Source: an optimization exercise on an open RTL-to-GDS flow (aim: small area, a short achievable clock period and few clock cycles per item). Production flows keep margins and buffers that such runs may drop. Function was checked by simulation only, so behaviour that the tests miss may differ from the original.

Setup of the previous run:
Design rs_col_decoder, start of the top module:
module rs_col_decoder (
    input  wire       clk,
    input  wire       rst,
    input  wire       in_valid,
    output wire       in_ready,
    input  wire [7:0] in_data,
    input  wire       in_erase,
    output reg        corr_valid,
    output reg  [7:0] corr_pos,
    output reg  [7:0] corr_val,
    output reg        res_valid,
    output reg        res_fail
);
Size in the first run: ~13,000 cells after synthesis, about 2,200 flip-flops, ~32 I/O pins, roughly 0.11 mm^2 of cells after synthesis.
==> flow/config.mk <==
export PLATFORM = sky130hd
export DESIGN_NAME = rs_col_decoder
export DESIGN_NICKNAME = rs_col_decoder
export VERILOG_FILES = /design/flow/design.v
export SDC_FILE = /design/flow/constraint.sdc
export NUM_CORES = 8
export LEC_CHECK = 0
export ABC_AREA = 1
export CAP_MARGIN = 20
export CORE_MARGIN = 2
export CORE_UTILIZATION = 60
export CTS_CLUSTER_DIAMETER = 60
export CTS_CLUSTER_SIZE = 30
export SLEW_MARGIN = 20
==> flow/constraint.sdc <==
create_clock -name core_clock -period 12.0 [get_ports {clk}]
set_input_delay 2.4000 -clock core_clock [delete_from_list [all_inputs] [get_ports {clk}]]
set_output_delay 2.4000 -clock core_clock [all_outputs]
set_load 0.01 [all_outputs]
standard.sh (not shown) runs the stock make flow with config.mk's settings and CLKGATE_MAP_FILE= SYNTH_SCRIPT=/design/flow/synth_recipe.tcl, a recipe that flattens the netlist after the stock synthesis.
==> flow/flow/run.sh <==
#!/bin/bash
# Standard layout; port buffers taken as buf_4, and timing repair aimed at
# a setup slack of 9 ns (the design runs well below the 12 ns clock).
export BUFFER_PORTS_ARGS="-buffer_cell sky130_fd_sc_hd__buf_4"
export SETUP_SLACK_MARGIN=9
bash standard.sh > standard.log 2>&1
The previous run reached the end of the flow, and the finished layout is clean on the timing, design-rule and antenna checks.
Testbench counts of the previous run, summed over its fixed seeds: cycles 203,173, columns 800.
diff inputs: the previous run => the current run
# the previous run
export LEC_CHECK = 0
export ABC_AREA = 1
export CAP_MARGIN = 20
export CORE_MARGIN = 2
export CORE_UTILIZATION = 60
export CTS_CLUSTER_DIAMETER = 60
export CTS_CLUSTER_SIZE = 30
export SLEW_MARGIN = 20
create_clock -name core_clock -period 12.0 [get_ports {clk}]
# the current run
export LEC_CHECK = 0
export CAP_MARGIN = 20
export CORE_MARGIN = 2
export CORE_UTILIZATION = 60
export CTS_CLUSTER_DIAMETER = 60
export CTS_CLUSTER_SIZE = 30
export SLEW_MARGIN = 20
create_clock -name core_clock -period 12.0 [get_ports {clk}]
==> results.txt <==
Against the previous run, the current run comes in 6 lower on clock buffer count. The previous run leaves more setup margin than the current run. Tap cell count delta for the current run relative to the previous run: 156 lower. The die of the current run is smaller than the one used in the previous run. Final design instance area without fill was lower in the current run than in the previous run. Portion of the layout cell area used by non-clock buffers delta for the current run relative to the previous run: 0.71 points lower. Between the current run and the previous run, the starting utilization of the core area does not differ in any meaningful way. met3 routed wirelength for the current run is lower than for the previous run.


## build 91
rs_col_decoder, a different RTL version from the one above (not shown whole).
For scale: about 2200 flip-flops, roughly 32 I/O pins.
// rs_col_decoder
module rs_col_decoder (
    input  wire       clk,
    input  wire       rst,
    input  wire       in_valid,
    output wire       in_ready,
    input  wire [7:0] in_data,
    input  wire       in_erase,
    output reg        corr_valid,
    output reg  [7:0] corr_pos,
    output reg  [7:0] corr_val,
    output reg        res_valid,
    output reg        res_fail
);
==> flow/config.mk <==
export PLATFORM = sky130hd
export DESIGN_NAME = rs_col_decoder
export DESIGN_NICKNAME = rs_col_decoder
export VERILOG_FILES = /design/flow/design.v
export SDC_FILE = /design/flow/constraint.sdc
export NUM_CORES = 8
export LEC_CHECK = 0
export CAP_MARGIN = 20
export CORE_MARGIN = 2
export CORE_UTILIZATION = 70
export CTS_CLUSTER_DIAMETER = 60
export CTS_CLUSTER_SIZE = 30
export SLEW_MARGIN = 20
==> flow/constraint.sdc <==
create_clock -name core_clock -period 12.0 [get_ports {clk}]
set_input_delay 2.4000 -clock core_clock [delete_from_list [all_inputs] [get_ports {clk}]]
set_output_delay 2.4000 -clock core_clock [all_outputs]
set_load 0.01 [all_outputs]
==> flow/flow/run.sh <==
#!/bin/bash
# Standard layout with three changes:
#  - the port buffers of buffer_ports are buf_4,
#  - timing repair aims at a setup slack of 8.75 ns (the design runs well
#    below the 12 ns clock),
#  - clock tree synthesis adds no dummy loads.
export BUFFER_PORTS_ARGS="-buffer_cell sky130_fd_sc_hd__buf_4"
export SETUP_SLACK_MARGIN=8.75
export CTS_ARGS="-sink_clustering_enable -repair_clock_nets -sink_clustering_size 30 -sink_clustering_max_diameter 60 -dont_use_dummy_load"
bash standard.sh > standard.log 2>&1
Testbench counts of build 91, summed over its fixed seeds: cycles 203,246, columns 800.
diff inputs: build 91 => build 15
# build 91
export LEC_CHECK = 0
export CAP_MARGIN = 20
export CORE_MARGIN = 2
export CORE_UTILIZATION = 70
export CTS_CLUSTER_DIAMETER = 60
export CTS_CLUSTER_SIZE = 30
export SLEW_MARGIN = 20
create_clock -name core_clock -period 12.0 [get_ports {clk}]
# build 15
export LEC_CHECK = 0
export CAP_MARGIN = 20
export CORE_MARGIN = 2
export CORE_UTILIZATION = 70
export CTS_CLUSTER_DIAMETER = 80
export CTS_CLUSTER_SIZE = 25
export SLEW_MARGIN = 20
create_clock -name core_clock -period 12.0 [get_ports {clk}]
diff --git a/flow/flow/run.sh b/flow/flow/run.sh
--- a/flow/flow/run.sh
+++ b/flow/flow/run.sh
@@ -8,3 +8,3 @@
 export SETUP_SLACK_MARGIN=8.75
-export CTS_ARGS="-sink_clustering_enable -repair_clock_nets -sink_clustering_size 30 -sink_clustering_max_diameter 60 -dont_use_dummy_load"
+export CTS_ARGS="-sink_clustering_enable -repair_clock_nets -sink_clustering_size 25 -sink_clustering_max_diameter 80 -dont_use_dummy_load -balance_levels"
 bash standard.sh > standard.log 2>&1
### Flow results
Summary of build 15 over build 91: minimum setup slack in the final design now larger; global-route usage over all layers was more or less identical. Re final period demand of the worst path: build 15 and build 91 aren't equal, and the higher value belongs to build 91.
Inputs modified between build 15 and build 11:
diff --git a/flow/flow/run.sh b/flow/flow/run.sh
--- a/flow/flow/run.sh
+++ b/flow/flow/run.sh
@@ -8,3 +8,3 @@
 export SETUP_SLACK_MARGIN=8.75
-export CTS_ARGS="-sink_clustering_enable -repair_clock_nets -sink_clustering_size 25 -sink_clustering_max_diameter 80 -dont_use_dummy_load -balance_levels"
+export CTS_ARGS="-sink_clustering_enable -repair_clock_nets -sink_clustering_size 25 -sink_clustering_max_diameter 80 -dont_use_dummy_load"
 bash standard.sh > standard.log 2>&1
Build 11 did not stop at any stage, and its layout met the timing, design-rule and antenna checks. Final wirelength came out exactly the same in build 11 and build 15. Re synthesized cell count: no difference whatsoever between build 15 and build 11. Comparing build 15 against build 11, there is no change at all in weighted congestion reported at the end of routability-driven placement. For worst setup slack, build 15 and build 11 come out practically identical. Build 15 -> build 11: non-clock buffer count delta 0, exact match.
Modified inputs, build 59 compared to build 11
==> flow/flow/run.sh <==
#!/bin/bash
# Standard layout with three changes:
#  - the port buffers of buffer_ports are buf_4,
#  - timing repair aims at a setup slack of 8.55 ns (the design runs well
#    below the 12 ns clock),
#  - clock tree synthesis adds no dummy loads.
export BUFFER_PORTS_ARGS="-buffer_cell sky130_fd_sc_hd__buf_4"
export SETUP_SLACK_MARGIN=8.55
export CTS_ARGS="-sink_clustering_enable -repair_clock_nets -sink_clustering_size 25 -sink_clustering_max_diameter 80 -dont_use_dummy_load"
bash standard.sh > standard.log 2>&1
==> comparison <==
[compare] base=build 11 new=build 59: delay of the slowest cell on the worst path increased by 0.03 ns relative to the old numbers, fraction of the mapped netlist area in simple logic gates closely matched the old numbers. Diff build 11 -> build 59 | final hold slack | increase of 0.060 ns. Build 59 completed every stage of the flow, and the final layout passed the timing, design-rule and antenna checks. Looking at final setup slack of the worst path across both flows, build 59 is the stronger of the two, with build 11 trailing.

-- what the ideal ports hide --
How much do the figures lean on ideal ports? The routed layouts below were timed once more, with nothing changed but the port constraints.
Step 1 sets driving cells, clkbuf_16 on the clock port and buf_2 on the other inputs (assumed; they add their load-dependent delay and slew).
Step 2, shift: input delay + t, output delay - t, t = (earliest + latest rising clock arrival at the registers) / 2. This alone moves slack from input paths to output paths.
Three values: ideal ports, drivers, drivers and shift; two values: the first two.
| run | shift t [ns] | setup slack, ns | worst slew at a driven data input, ns |
|---|---|---|---|
| the previous run | 0.952 | 8.248 / 8.151 / 8.159 | 0.04 |
| the current run | 0.934 | 7.698 / 7.698 / 7.698 | 0.05 |
| build 91 | 0.848 | 8.318 / 8.229 / 8.059 | 0.03 |
| build 15 | 0.818 | 8.343 / 8.254 / 8.075 | 0.03 |
| build 11 | 0.818 | 8.343 / 8.254 / 8.075 | 0.03 |
| build 59 | 0.812 | 8.352 / 8.263 / 7.959 | 0.13 |
After both steps every run listed still meets setup and hold. The setup slack of build 59, which loses most, moves by -0.089 ns with the drivers and by -0.393 ns with both steps.
